Source: an optimization exercise on an open RTL-to-GDS flow (aim: small area). Production flows keep margins and buffers that such runs may drop. At most, simulation tests tie the RTL to the original design; equivalence was not proved. Power is estimated from default activity; no workload was simulated.

==> 02-09 <==
==> flow/design.v <==
module mi_add #(
    parameter integer W = 8
) (
    input  wire [W-1:0] a,
    input  wire [W-1:0] b,
    input  wire         ci,
    output wire [W-1:0] s,
    output wire         co
);
    wire [W:0] c;
    assign c[0] = ci;
    genvar i;
    generate
        for (i = 0; i < W; i = i + 1) begin : bit_
            assign s[i]   = a[i] ^ b[i] ^ c[i];
            assign c[i+1] = (a[i] & b[i]) | (c[i] & (a[i] ^ b[i]));
        end
    endgenerate
    assign co = c[W];
endmodule
module mi_inc #(
    parameter integer W = 8
) (
    input  wire [W-1:0] a,
    input  wire         ci,
    output wire [W-1:0] s
);
    wire [W:0] c;
    assign c[0] = ci;
    genvar i;
    generate
        for (i = 0; i < W; i = i + 1) begin : bit_
            assign s[i]   = a[i] ^ c[i];
            assign c[i+1] = a[i] & c[i];
        end
    endgenerate
endmodule
module mi_dec #(
    parameter integer W = 8
) (
    input  wire [W-1:0] a,
    input  wire         bi,
    output wire [W-1:0] s
);
    wire [W:0] c;
    assign c[0] = bi;
    genvar i;
    generate
        for (i = 0; i < W; i = i + 1) begin : bit_
            assign s[i]   = a[i] ^ c[i];
            assign c[i+1] = ~a[i] & c[i];
        end
    endgenerate
endmodule
module mi_preset (
    input  wire        clk,
    input  wire [2:0]  c,         
    input  wire [1:0]  slot,
    input  wire [8:0]  k,         
    output wire [23:0] code       
);
    wire        quiet = (slot == 2'd3);
    reg  [9:0]  kc;
    reg  [6:0]  nno;              
    always @(*) begin
        case (slot)
            2'd0: begin kc = 10'd34;  nno = 7'h69; end
            2'd1: begin kc = 10'd85;  nno = 7'h47; end
            2'd2: begin kc = 10'd46;  nno = 7'h61; end
            default: begin kc = (k[8] | k[7]) ? 10'd336 : 10'd335; nno = 7'h79; end
        endcase
    end
    wire [9:0]  g;
    mi_add #(.W(10)) u_g (.a(kc), .b(~{1'b0, k}), .ci(1'b1), .s(g), .co());
    wire        neg = g[9];
    wire [8:0]  kn;               
    mi_dec #(.W(9)) u_kn (.a(k), .bi(neg), .s(kn));
    wire [5:0]  r0  = quiet ? {4'd0, kn[8:7]} : kn[7:2];
    wire [24:0] dv  = quiet ? {kn[6:0], {13{neg}}, g[9:5]}
                            : {kn[1:0], {15{neg}}, g[7:0]};
    reg  [4:0]  d;
    always @(*) begin
        case (c)
            3'd0: d = dv[24:20];
            3'd1: d = dv[19:15];
            3'd2: d = dv[14:10];
            3'd3: d = dv[9:5];
            default: d = dv[4:0];
        endcase
    end
    reg  [5:0]  r_q;
    reg  [18:0] q_q;
    wire [5:0]  r [0:5];
    wire [4:0]  q;
    assign r[0] = (c == 3'd0) ? r0 : r_q;
    genvar i;
    generate
        for (i = 0; i < 5; i = i + 1) begin : step
            wire [6:0] x = {r[i], d[4-i]};
            wire [6:0] t;
            mi_add #(.W(7)) u_t (.a(x), .b(nno), .ci(1'b0), .s(t), .co(q[4-i]));
            assign r[i+1] = q[4-i] ? t[5:0] : x[5:0];
        end
    endgenerate
    always @(posedge clk) begin
        r_q <= r[5];
        q_q <= {q_q[13:0], q};
    end
    assign code = {~q_q[18], q_q[17:0], q};
endmodule
module mi_decim (
    input  wire        clk,
    input  wire        rst,
    input  wire        en,
    input  wire        align,
    input  wire        invert,
    input  wire        mod_tick,
    input  wire        mod_dat,
    input  wire [4:0]  guard_count,
    input  wire        guard_hi_en,
    input  wire        guard_lo_en,
    input  wire [23:0] guard_hi,
    input  wire [23:0] guard_lo,
    input  wire        ovr_clr,
    output reg         swift_valid,
    output wire [31:0] swift_word,
    output reg         control_valid,
    output wire [31:0] control_word,
    output reg         quiet_valid,
    output wire [31:0] quiet_word,
    output reg         record_valid,
    output wire [31:0] record_word,
    output reg         stat_ovr,
    output reg         ovr_sticky,
    output reg         guard_hi_live,
    output reg         guard_lo_live
);
    reg          en_q;
    wire         restart = en & (align | ~en_q);
    wire         tick = en & ~restart & mod_tick;
    wire         b = mod_dat ^ invert;
    wire         off = rst | ~en;
    wire         clr = rst | restart;
    reg  [2:0]   a;           
    reg  [2:0]   m5;          
    reg  [1:0]   m4;          
    reg  [1:0]   blk;         
    wire [2:0]   a_n;
    wire [1:0]   m4_n, blk_n;
    wire         a7 = (a == 3'd7);
    wire         m5_4 = (m5 == 3'd4);
    mi_inc #(.W(3)) u_a (.a(a), .ci(1'b1), .s(a_n));
    mi_inc #(.W(2)) u_m4 (.a(m4), .ci(1'b1), .s(m4_n));
    mi_inc #(.W(2)) u_blk (.a(blk), .ci(~(blk[1] & blk[0])), .s(blk_n));
    always @(posedge clk) begin
        if (clr) begin
            a   <= 3'd0;
            m5  <= 3'd0;
            m4  <= 2'd0;
            blk <= 2'd0;
        end else if (tick) begin
            a <= a_n;
            if (a7) begin
                m5 <= m5_4 ? 3'd0 : {m5[1] & m5[0], m5[1] ^ m5[0], ~m5[0]};
                if (m5_4) begin
                    m4 <= m4_n;
                    if (m4 == 2'd3) blk <= blk_n;
                end
            end
        end
    end
    reg  [8:0]   ones;
    wire [8:0]   ones_t;
    mi_inc #(.W(9)) u_ones (.a(ones), .ci(b & tick), .s(ones_t));
    always @(posedge clk) ones <= ones_t;
    reg  [5:0]   sw0, sw1, sw2;        
    reg  [6:0]   ct0, ct1, ct2;        
    reg  [8:0]   qt0, qt1, qt2;        
    reg  [5:0]   rc0, rc1;             
    wire         par = m5[0] ^ m4[0];  
    always @(posedge clk) begin
        if (tick && a == 3'd1 && !par) begin
            sw2 <= sw1; sw1 <= sw0; sw0 <= ones_t[5:0];
        end
        if (tick && a == 3'd5 && m5 == 3'd0) begin
            ct2 <= ct1; ct1 <= ct0; ct0 <= ones_t[6:0];
        end
        if (tick && a7 && m5 == 3'd3 && m4 == 2'd0) begin
            qt2 <= qt1; qt1 <= qt0; qt0 <= ones_t;
        end
        if (tick && a == 3'd1 && m5 == 3'd2) begin
            rc1 <= rc0; rc0 <= ones_t[5:0];
        end
    end
    reg          prev_dat;
    reg  [5:0]   run;         
    reg  [8:0]   since;       
    wire         run63 = &run;
    wire         same = (run != 6'd0) && (mod_dat == prev_dat);
    wire         stuck = same && run63;
    wire [5:0]   run_n;
    wire [8:0]   since_n;
    mi_inc #(.W(6)) u_run (.a(run), .ci(~run63), .s(run_n));
    mi_inc #(.W(9)) u_since (.a(since), .ci(~&since[8:6]), .s(since_n));
    always @(posedge clk) begin
        if (rst) begin
            en_q       <= 1'b0;
            ovr_sticky <= 1'b0;
        end else begin
            en_q <= en;
            if (tick && stuck)
                ovr_sticky <= 1'b1;
            else if (ovr_clr)
                ovr_sticky <= 1'b0;
        end
        if (off | restart)
            stat_ovr <= 1'b0;
        else if (tick)
            stat_ovr <= stuck;
        if (clr) begin
            run        <= 6'd0;
            since[8:6] <= 3'b111;
        end else if (tick) begin
            prev_dat <= mod_dat;
            run      <= same ? run_n : 6'd1;
            since    <= stuck ? 9'd0 : since_n;
        end
    end
    wire         ovr46, ovr114, ovr62, ovr448;
    mi_add #(.W(9)) u_o46  (.a(since), .b(~9'd46),  .ci(1'b1), .s(), .co(ovr46_n));
    mi_add #(.W(9)) u_o114 (.a(since), .b(~9'd114), .ci(1'b1), .s(), .co(ovr114_n));
    mi_add #(.W(9)) u_o62  (.a(since), .b(~9'd62),  .ci(1'b1), .s(), .co(ovr62_n));
    wire         ovr46_n, ovr114_n, ovr62_n;
    assign ovr46  = ~ovr46_n;
    assign ovr114 = ~ovr114_n;
    assign ovr62  = ~ovr62_n;
    assign ovr448 = ~&since[8:6];
    reg  [2:0]   c;           
    reg  [1:0]   slot;
    wire [1:0]   slot_n;
    wire         c4 = (c == 3'd4);
    mi_inc #(.W(2)) u_slot (.a(slot), .ci(1'b1), .s(slot_n));
    always @(posedge clk) begin
        if (off) begin
            c    <= 3'd0;
            slot <= 2'd0;
        end else if (tick || c != 3'd0 || slot != 2'd0) begin
            c <= c4 ? 3'd0 : {c[1] & c[0], c[1] ^ c[0], ~c[0]};
            if (c4) slot <= slot_n;
        end
    end
    reg  [8:0]   snap;
    reg  [8:0]   kmask;
    always @(*) begin
        case (slot)
            2'd0: begin snap = {3'd0, sw2}; kmask = 9'h03F; end
            2'd1: begin snap = {2'd0, ct2}; kmask = 9'h07F; end
            2'd2: begin snap = {3'd0, rc1}; kmask = 9'h03F; end
            default: begin snap = qt2;      kmask = 9'h1FF; end
        endcase
    end
    wire [8:0]   kd;
    mi_add #(.W(9)) u_k (.a(ones_t), .b(~snap), .ci(1'b1), .s(kd), .co());
    wire [8:0]   k = kd & kmask;
    wire [23:0]  code;
    mi_preset u_scale (.clk(clk), .c(c), .slot(slot), .k(k), .code(code));
    wire         at40 = (a == 3'd0) && (m5 == 3'd0);
    wire         ld_swift   = c4 && slot == 2'd0 && a == 3'd0 && !par;
    wire         ld_control = c4 && slot == 2'd1 && at40;
    wire         ld_record  = c4 && slot == 2'd2 && at40;
    wire         ld_quiet   = c4 && slot == 2'd3 && at40 && m4 == 2'd0;
    wire         blk0 = (blk == 2'd0);
    reg  [4:0]   sw_seq, ct_seq, rc_seq, qt_seq;
    reg          sw_set, ct_set, rc_set, qt_set;
    reg          sw_ovr, ct_ovr, rc_ovr, qt_ovr;
    reg  [23:0]  sw_code, ct_code, rc_code, qt_code;
    wire [4:0]   sw_seq_n, ct_seq_n, rc_seq_n, qt_seq_n;
    mi_inc #(.W(5)) u_sws (.a(sw_seq), .ci(1'b1), .s(sw_seq_n));
    mi_inc #(.W(5)) u_cts (.a(ct_seq), .ci(1'b1), .s(ct_seq_n));
    mi_inc #(.W(5)) u_rcs (.a(rc_seq), .ci(1'b1), .s(rc_seq_n));
    mi_inc #(.W(5)) u_qts (.a(qt_seq), .ci(1'b1), .s(qt_seq_n));
    assign swift_word   = {sw_seq, sw_set, 1'b0, sw_ovr, sw_code};
    assign control_word = {ct_seq, ct_set, 1'b0, ct_ovr, ct_code};
    assign record_word  = {rc_seq, rc_set, 1'b0, rc_ovr, rc_code};
    assign quiet_word   = {qt_seq, qt_set, 1'b0, qt_ovr, qt_code};
    always @(posedge clk) begin
        swift_valid   <= ld_swift;
        control_valid <= ld_control;
        record_valid  <= ld_record;
        quiet_valid   <= ld_quiet;
        if (off) begin
            {sw_seq, sw_set, sw_ovr} <= 7'b0000010;
            {ct_seq, ct_set, ct_ovr} <= 7'b0000010;
            {rc_seq, rc_set, rc_ovr} <= 7'b0000010;
            {qt_seq, qt_set, qt_ovr} <= 7'b0000010;
        end else begin
            if (ld_swift)
                {sw_seq, sw_set, sw_ovr} <= {sw_seq_n, blk0 && m4 == 2'd0, ovr46};
            if (ld_control)
                {ct_seq, ct_set, ct_ovr} <= {ct_seq_n, blk0 && m4 != 2'd3, ovr114};
            if (ld_record)
                {rc_seq, rc_set, rc_ovr} <= {rc_seq_n, blk0 && !m4[1], ovr62};
            if (ld_quiet)
                {qt_seq, qt_set, qt_ovr} <= {qt_seq_n, blk != 2'd3, ovr448};
        end
        if (ld_swift)   sw_code <= code;
        if (ld_control) ct_code <= code;
        if (ld_record)  rc_code <= code;
        if (ld_quiet)   qt_code <= code;
    end
    wire         g_settling = sw_set;
    wire         ge_hi, ge_lo;        
    mi_add #(.W(24)) u_ghi (.a({~guard_hi[23], guard_hi[22:0]}), .b(~{~sw_code[23], sw_code[22:0]}),
                            .ci(1'b1), .s(), .co(ge_hi));
    mi_add #(.W(24)) u_glo (.a({~sw_code[23], sw_code[22:0]}), .b(~{~guard_lo[23], guard_lo[22:0]}),
                            .ci(1'b1), .s(), .co(ge_lo));
    wire         g_above = ~ge_hi;
    wire         g_below = ~ge_lo;
    wire         gc_big = guard_count[4] & |guard_count[3:0];
    wire [4:0]   g_n = gc_big ? 5'd16 : guard_count;
    reg  [4:0]   cnt_hi, cnt_lo;
    wire [4:0]   cnt_hi_i, cnt_lo_i;
    mi_inc #(.W(5)) u_chi (.a(cnt_hi), .ci(~cnt_hi[4]), .s(cnt_hi_i));
    mi_inc #(.W(5)) u_clo (.a(cnt_lo), .ci(~cnt_lo[4]), .s(cnt_lo_i));
    wire         up_hi = guard_hi_en & g_above;
    wire         up_lo = guard_lo_en & g_below;
    wire [4:0]   cnt_hi_n = up_hi ? cnt_hi_i : 5'd0;
    wire [4:0]   cnt_lo_n = up_lo ? cnt_lo_i : 5'd0;
    wire         hit_hi, hit_lo;      
    mi_add #(.W(5)) u_hhi (.a(cnt_hi_i), .b(~g_n), .ci(1'b1), .s(), .co(hit_hi));
    mi_add #(.W(5)) u_hlo (.a(cnt_lo_i), .b(~g_n), .ci(1'b1), .s(), .co(hit_lo));
    always @(posedge clk) begin
        if (off) begin
            cnt_hi        <= 5'd0;
            cnt_lo        <= 5'd0;
            guard_hi_live <= 1'b0;
            guard_lo_live <= 1'b0;
        end else if (swift_valid) begin
            if (g_settling || g_n == 5'd0) begin
                cnt_hi <= 5'd0;
                cnt_lo <= 5'd0;
            end else begin
                cnt_hi <= cnt_hi_n;
                cnt_lo <= cnt_lo_n;
                if (up_hi && hit_hi)
                    guard_hi_live <= 1'b1;
                if (up_lo && hit_lo)
                    guard_lo_live <= 1'b1;
            end
            if (!g_settling && !g_above && !g_below) begin
                guard_hi_live <= 1'b0;
                guard_lo_live <= 1'b0;
            end
        end
    end
endmodule
==> flow/run.sh <==
#!/bin/bash
# synth_recipe.tcl (not shown) runs the flow's synth.tcl, then flattens the netlist and writes it again
# the make line also repeats each setting of config.mk as NAME=value (left out here)
make -C /OpenROAD-flow-scripts/flow DESIGN_CONFIG=/design/flow/config.mk WORK_HOME=/design/flow/orfs CLKGATE_MAP_FILE= SYNTH_SCRIPT=/design/flow/synth_recipe.tcl finish
==> flow/config.mk <==
export PLATFORM = sky130hd
export DESIGN_NAME = mi_decim
export DESIGN_NICKNAME = mi_decim
export VERILOG_FILES = /design/flow/design.v
export SDC_FILE = /design/flow/constraint.sdc
export NUM_CORES = 4
export LEC_CHECK = 0
export ABC_CLOCK_PERIOD_IN_PS = 15000
export CAP_MARGIN = 20
export CORE_MARGIN = 2
export CORE_UTILIZATION = 40
export SLEW_MARGIN = 20
==> flow/constraint.sdc <==
create_clock -name core_clock -period 40.0 [get_ports {clk}]
set_input_delay 8.0000 -clock core_clock [delete_from_list [all_inputs] [get_ports {clk}]]
set_output_delay 8.0000 -clock core_clock [all_outputs]
set_load 0.01 [all_outputs]
==> inputs of 04-14, as changes to 02-09 <==
==> flow/flow/run.sh (new file) <==
#!/bin/bash
set -euo pipefail
bash standard.sh "BUFFER_PORTS_ARGS=-buffer_cell sky130_fd_sc_hd__buf_1" \
  "CTS_ARGS=-sink_clustering_enable -repair_clock_nets -dont_use_dummy_load -buf_list sky130_fd_sc_hd__clkbuf_4" \
  finish > standard.log 2>&1
==> flow/standard.sh (new file) <==
#!/bin/bash
# synth_recipe.tcl (not shown) runs the flow's synth.tcl, then flattens the netlist and writes it again
# the make line also repeats each setting of config.mk as NAME=value (left out here)
make -C /OpenROAD-flow-scripts/flow DESIGN_CONFIG=/design/flow/config.mk WORK_HOME=/design/flow/orfs CLKGATE_MAP_FILE= SYNTH_SCRIPT=/design/flow/synth_recipe.tcl "${@:-finish}"
removed: flow/run.sh
==> notes <==
Between 02-09 and 04-14, the lower combinational power is in 04-14 (gap about 2%, measured against 04-14). In synthesized cell count, 02-09 and 04-14 do not differ. Between 04-14 and 02-09, the lower non-clock buffer count is in 04-14 (gap 1). Against 04-14, the clock power of 02-09 is larger by about 56%. Final area: 02-09 is larger than 04-14 (about 11%).

========
==> run a <==
RTL: the design.v shown in full above, as it stands there.
Settings: LEC_CHECK=0, ABC_CLOCK_PERIOD_IN_PS=15000, CAP_MARGIN=20, CORE_MARGIN=2, CORE_UTILIZATION=40, SLEW_MARGIN=20; clock period 40.0 ns.
standard.sh (not shown) runs the stock make flow with config.mk's settings and CLKGATE_MAP_FILE= SYNTH_SCRIPT=/design/flow/synth_recipe.tcl, a recipe that flattens the netlist after the stock synthesis.
==> flow/flow/run.sh <==
#!/bin/bash
# The standard layout, with each port buffered by a buf_1 rather than the
# resizer's default buffer choice. make's output goes to standard.log; the
# tools' own logs stay under orfs/logs.
set -euo pipefail
bash standard.sh "BUFFER_PORTS_ARGS=-buffer_cell sky130_fd_sc_hd__buf_1" finish > standard.log 2>&1
==> run b (differences from run a) <==
--- a/flow/design.v
+++ b/flow/design.v
@@ -15,3 +15,3 @@
             assign s[i]   = a[i] ^ b[i] ^ c[i];
-            assign c[i+1] = (a[i] & b[i]) | (c[i] & (a[i] ^ b[i]));
+            assign c[i+1] = (a[i] & b[i]) | (c[i] & (a[i] | b[i]));
         end
==> flow/flow/run.sh (replaced) <==
#!/bin/bash
set -euo pipefail
bash standard.sh "BUFFER_PORTS_ARGS=-buffer_cell sky130_fd_sc_hd__buf_1" \
  "CTS_ARGS=-sink_clustering_enable -repair_clock_nets -dont_use_dummy_load -buf_list {sky130_fd_sc_hd__clkbuf_2 sky130_fd_sc_hd__clkbuf_4} -root_buf sky130_fd_sc_hd__clkbuf_8 -sink_clustering_size 10 -sink_clustering_max_diameter 40" \
  finish > standard.log 2>&1
==> comparison <==
- Of run b and run a, run b has the higher sequential share of layout area (gap 2.9 points).
- Against run b, the hold slack of run a is better by 0.017 ns.
- Run a passed the timing, design-rule and antenna checks. Run b ran to the end with no violations.
- Against run a, the routed wire length of run b is larger by about 3%.
- Against run b, the setup slack of run a is better by 0.12 ns.
- Between run b and run a, the lower non-clock buffer count is in run a (gap 1).
- In run a the via count is lower than in run b, by about 2.4%.
==> figures <==
metric                                                         run b        run a
Number of global-route vias before repair                       8295         8013
Multi-In Gates                                                   617          614
Overall global routing resource usage                         16.79%       15.76%
Count of buffer and inverter cells on the critical path           17           18
Wire length on met1                                         12080 µm     12170 µm
Leakage power figure                                     0.005305 µW  0.005929 µW
Worst max-slew margin expressed relative to the limit         34.35%       35.79%
Run status                                  timing/DRC/antenna clean  timing/DRC/antenna clean
Master cell of the clock root buffer                        clkbuf_8    clkbuf_16
Die outline height                                          184.3 µm     185.9 µm
Internal power of the cells                                 790.8 µW     833.0 µW
Worst reg-to-reg setup slack                                17.96 ns     18.09 ns
Post-synthesis instance total                                   1030         1040
No functional check of the RTL was part of run b.

## re-timing with driven ports
The results above use ideal ports. As a check the final layouts listed here were re-extracted and re-timed, cells and wires unchanged.
Step 1, drivers: a clkbuf_16 drives clk and a buf_2 each remaining input, both assumed.
Step 2 moves the port delays by t, midway between the first and last clock arrival at a register: inputs arrive t later, outputs are due t later. That takes back most of the time a late clock gives input paths.
Slacks: ideal ports / drivers / drivers and shift; pairs: ideal ports / drivers.
run	t, ns	setup slack, ns	clock arrival spread, ns	pins driven straight from the clock port
02-09	0.586	10.759 / 10.777 / 10.191	0.011 / 0.010	1
04-14	0.668	10.994 / 11.019 / 10.351	0.066 / 0.065	1
run a	0.598	10.946 / 10.975 / 10.377	0.020 / 0.020	1
run b	0.544	10.827 / 10.852 / 10.308	0.089 / 0.089	1
After both steps every run listed still meets setup and hold. For 04-14, which loses most, drivers alone change the setup slack by +0.025 ns; drivers and shift together by -0.643 ns.
